From an optimization exercise on the open Yosys and OpenROAD flow, aimed at small area, a short achievable clock period and few clock cycles per item; shortcuts taken in it are not production practice.
Function was checked by simulation only, so behaviour that the tests miss may differ from the original.

Design aes_core, start of the top module:
module aes_core (
    input  wire         clk,
    input  wire         rst,         
    input  wire         in_valid,
    output wire         in_ready,
    input  wire         in_aes256,   
    input  wire [255:0] in_key,
    input  wire [127:0] in_block,
    output wire         out_valid,
    input  wire         out_ready,
    output wire [127:0] out_block
);
==> flow/config.mk <==
export PLATFORM = sky130hd
export DESIGN_NAME = aes_core
export DESIGN_NICKNAME = aes_core
export VERILOG_FILES = /design/flow/design.v
export SDC_FILE = /design/flow/constraint.sdc
export NUM_CORES = 4
export LEC_CHECK = 0
export CAP_MARGIN = 20
export CORE_MARGIN = 2
export CORE_UTILIZATION = 50
export PLACE_DENSITY = 0.6
export SETUP_SLACK_MARGIN = 5.0
export SLEW_MARGIN = 20
export SYNTH_HIERARCHICAL = 1
export SYNTH_MINIMUM_KEEP_SIZE = 0
export TNS_END_PERCENT = 5
==> flow/constraint.sdc <==
create_clock -name core_clock -period 8.5 [get_ports {clk}]
set_input_delay 1.7000 -clock core_clock [delete_from_list [all_inputs] [get_ports {clk}]]
set_output_delay 1.7000 -clock core_clock [all_outputs]
set_load 0.01 [all_outputs]
standard.sh (not shown) runs the stock make flow with config.mk's settings and CLKGATE_MAP_FILE= SYNTH_SCRIPT=/design/flow/synth_recipe.tcl, a recipe that flattens the netlist after the stock synthesis.
==> flow/flow/run.sh <==
#!/bin/bash
set -euo pipefail
bash standard.sh "BUFFER_PORTS_ARGS=-buffer_cell sky130_fd_sc_hd__buf_2" "SETUP_SLACK_MARGIN=5.3" finish > flow_make.log 2>&1
Testbench counts at the start, summed over its fixed seeds: cycles 23,660, blocks 1,920.
Edit:
--- a/flow/config.mk
+++ b/flow/config.mk
@@ -9,4 +9,4 @@
 export CORE_MARGIN = 2
-export CORE_UTILIZATION = 50
-export PLACE_DENSITY = 0.6
+export CORE_UTILIZATION = 40
+export PLACE_DENSITY = 0.5
 export SETUP_SLACK_MARGIN = 5.0
Effect:
- wire length increases by 6.1%
- non-clock buffer count drops by 1
- utilization went down by 12 points
- setup slack degrades by 46 ps
- first-iteration DRC count shrinks by 14%
- via count falls by 0.94%
- synthesized area stays the same
- count of clock-buffer cells in the layout rises by 15
Edit:
--- a/flow/config.mk
+++ b/flow/config.mk
@@ -9,4 +9,4 @@
 export CORE_MARGIN = 2
-export CORE_UTILIZATION = 40
-export PLACE_DENSITY = 0.5
+export CORE_UTILIZATION = 50
+export PLACE_DENSITY = 0.7
 export SETUP_SLACK_MARGIN = 5.0
Register-to-register slack got worse by 40 ps.
Area after synthesis stays the same.
Fmax goes down by 1.2%.
Utilization is higher by 12 points.
Final area is about the same.
Wire length went down by 5.8%.
Count of clock-buffer cells in the layout decreases by 23.
Via count went up by 3.8%.
Clock skew rose by 15 ps.
Edit:
--- a/flow/config.mk
+++ b/flow/config.mk
@@ -10,3 +10,3 @@
 export CORE_UTILIZATION = 50
-export PLACE_DENSITY = 0.7
+export PLACE_DENSITY = 0.6
 export SETUP_SLACK_MARGIN = 5.0
@@ -15,2 +15,2 @@
 export SYNTH_MINIMUM_KEEP_SIZE = 0
-export TNS_END_PERCENT = 5
+export TNS_END_PERCENT = 20
The changed run completed without violations.
Design area rose by 2.5%.
Routed wire length increases by 4.3%.
Area after synthesis does not change.
Clock-buffer cell count went up by 18.
Non-clock buffer count increases by 102.
Register-to-register slack hardly moves.
Global-route usage rose by 1.3 points.
Via count went up by 0.38%.
Final cell count rises by 1.2%.


Starting RTL as in the previous note.
Design aes_core, start of the top module:
module aes_core (
    input  wire         clk,
    input  wire         rst,         
    input  wire         in_valid,
    output wire         in_ready,
    input  wire         in_aes256,   
    input  wire [255:0] in_key,
    input  wire [127:0] in_block,
    output wire         out_valid,
    input  wire         out_ready,
    output wire [127:0] out_block
);
clock: 8.5 ns
lec_check: 0
cap_margin: 20
core_margin: 2
core_utilization: 50
place_density: 0.6
setup_slack_margin: 5.0
slew_margin: 20
synth_hierarchical: 1
synth_minimum_keep_size: 0
tns_end_percent: 5
==> flow/flow/run.sh <==
#!/bin/bash
set -euo pipefail
bash standard.sh "BUFFER_PORTS_ARGS=-buffer_cell sky130_fd_sc_hd__buf_2" "SETUP_SLACK_MARGIN=5.6" finish > flow_make.log 2>&1
The starting point completed with no timing, DRC or antenna violations.
Testbench counts at the start, summed over its fixed seeds: cycles 23,660, blocks 1,920.
Rerun with:
==> flow/flow/run.sh (replaced) <==
#!/bin/bash
set -euo pipefail
bash standard.sh "BUFFER_PORTS_ARGS=-buffer_cell sky130_fd_sc_hd__buf_2" "SETUP_SLACK_MARGIN=5.3" finish > flow_make.log 2>&1
CTS_BUF_LIST = sky130_fd_sc_hd__clkbuf_4 sky130_fd_sc_hd__clkbuf_8   (was unset)
Outcome: Maximum frequency falls by 3.0%; final cell count went down by about 0.55%; wire length shrinks by 3.0%; die area does not change.
Rerun with:
CTS_BUF_LIST = unset   (was sky130_fd_sc_hd__clkbuf_4 sky130_fd_sc_hd__clkbuf_8)
After rerunning:
- sequential cell count stays the same
- hold slack gains 7.0 ps
- die area stays the same
- count of clock-buffer cells in the layout drops by 128
- area after synthesis does not change
- final area hardly moves
- register-to-register slack gains 60 ps
- cell count drops slightly
- core utilization climbs by 0.13 points
- non-clock buffer count drops by 7
- setup slack gains 57 ps
Rerun with:
TNS_END_PERCENT = 1   (was 5)
Effect: Setup slack gets worse by 100 ps; utilization shrinks by 0.78 points; fmax shrinks by 3.0%; die area stays the same; cell area shrinks by 1.2%; register-to-register slack gets worse by 100 ps; final cell count shrinks by 0.33%; global-route usage grows by 0.47 points; wire length grows by 0.61%; area after synthesis stays the same; first-iteration DRC count grows by 3.5%.

re-timing with driven ports:
Ports are ideal in the flow. The routed layouts listed here were re-timed in OpenROAD.
Step 1: set_driving_cell puts a clkbuf_16 on clk and a buf_2 on each other input, an assumption about the parent block.
Step 2 times the ports against the registers' clock, not the clock port: input delays grow and output delays shrink by t, the midpoint of the rising clock arrivals with the driver on.
a / b / c = no drivers / after step 1 / after step 2; a / b = the first two.
run | shift t [ns] | slack for setup (ns) | hold slack, ns | worst register clock-pin slew, ns
the first run of note 1 | 0.849 | 5.165 / 5.165 / 5.068 | 0.315 / 0.315 / 0.315 | 0.07 / 0.07
the second run of note 1 | 0.853 | 5.119 / 5.119 / 5.119 | 0.307 / 0.307 / 0.307 | 0.07 / 0.07
the third run of note 1 | 0.843 | 5.079 / 5.079 / 5.079 | 0.301 / 0.301 / 0.301 | 0.07 / 0.07
the fourth run of note 1 | 0.841 | 5.067 / 5.067 / 5.067 | 0.313 / 0.313 / 0.313 | 0.07 / 0.07
the first run of note 2 | 0.857 | 5.209 / 5.209 / 4.977 | 0.309 / 0.309 / 0.309 | 0.07 / 0.07
the second run of note 2 | 1.000 | 5.108 / 5.037 / 5.112 | 0.308 / 0.308 / 0.308 | 0.07 / 0.07
the third run of note 2 | 0.849 | 5.165 / 5.165 / 5.068 | 0.315 / 0.315 / 0.315 | 0.07 / 0.07
the fourth run of note 2 | 0.857 | 5.063 / 5.063 / 5.063 | 0.311 / 0.311 / 0.311 | 0.07 / 0.07
After both steps every run listed still meets setup and hold. The setup slack of the first run of note 2, which loses most, moves by 0.000 ns with the drivers and by -0.232 ns with both steps.
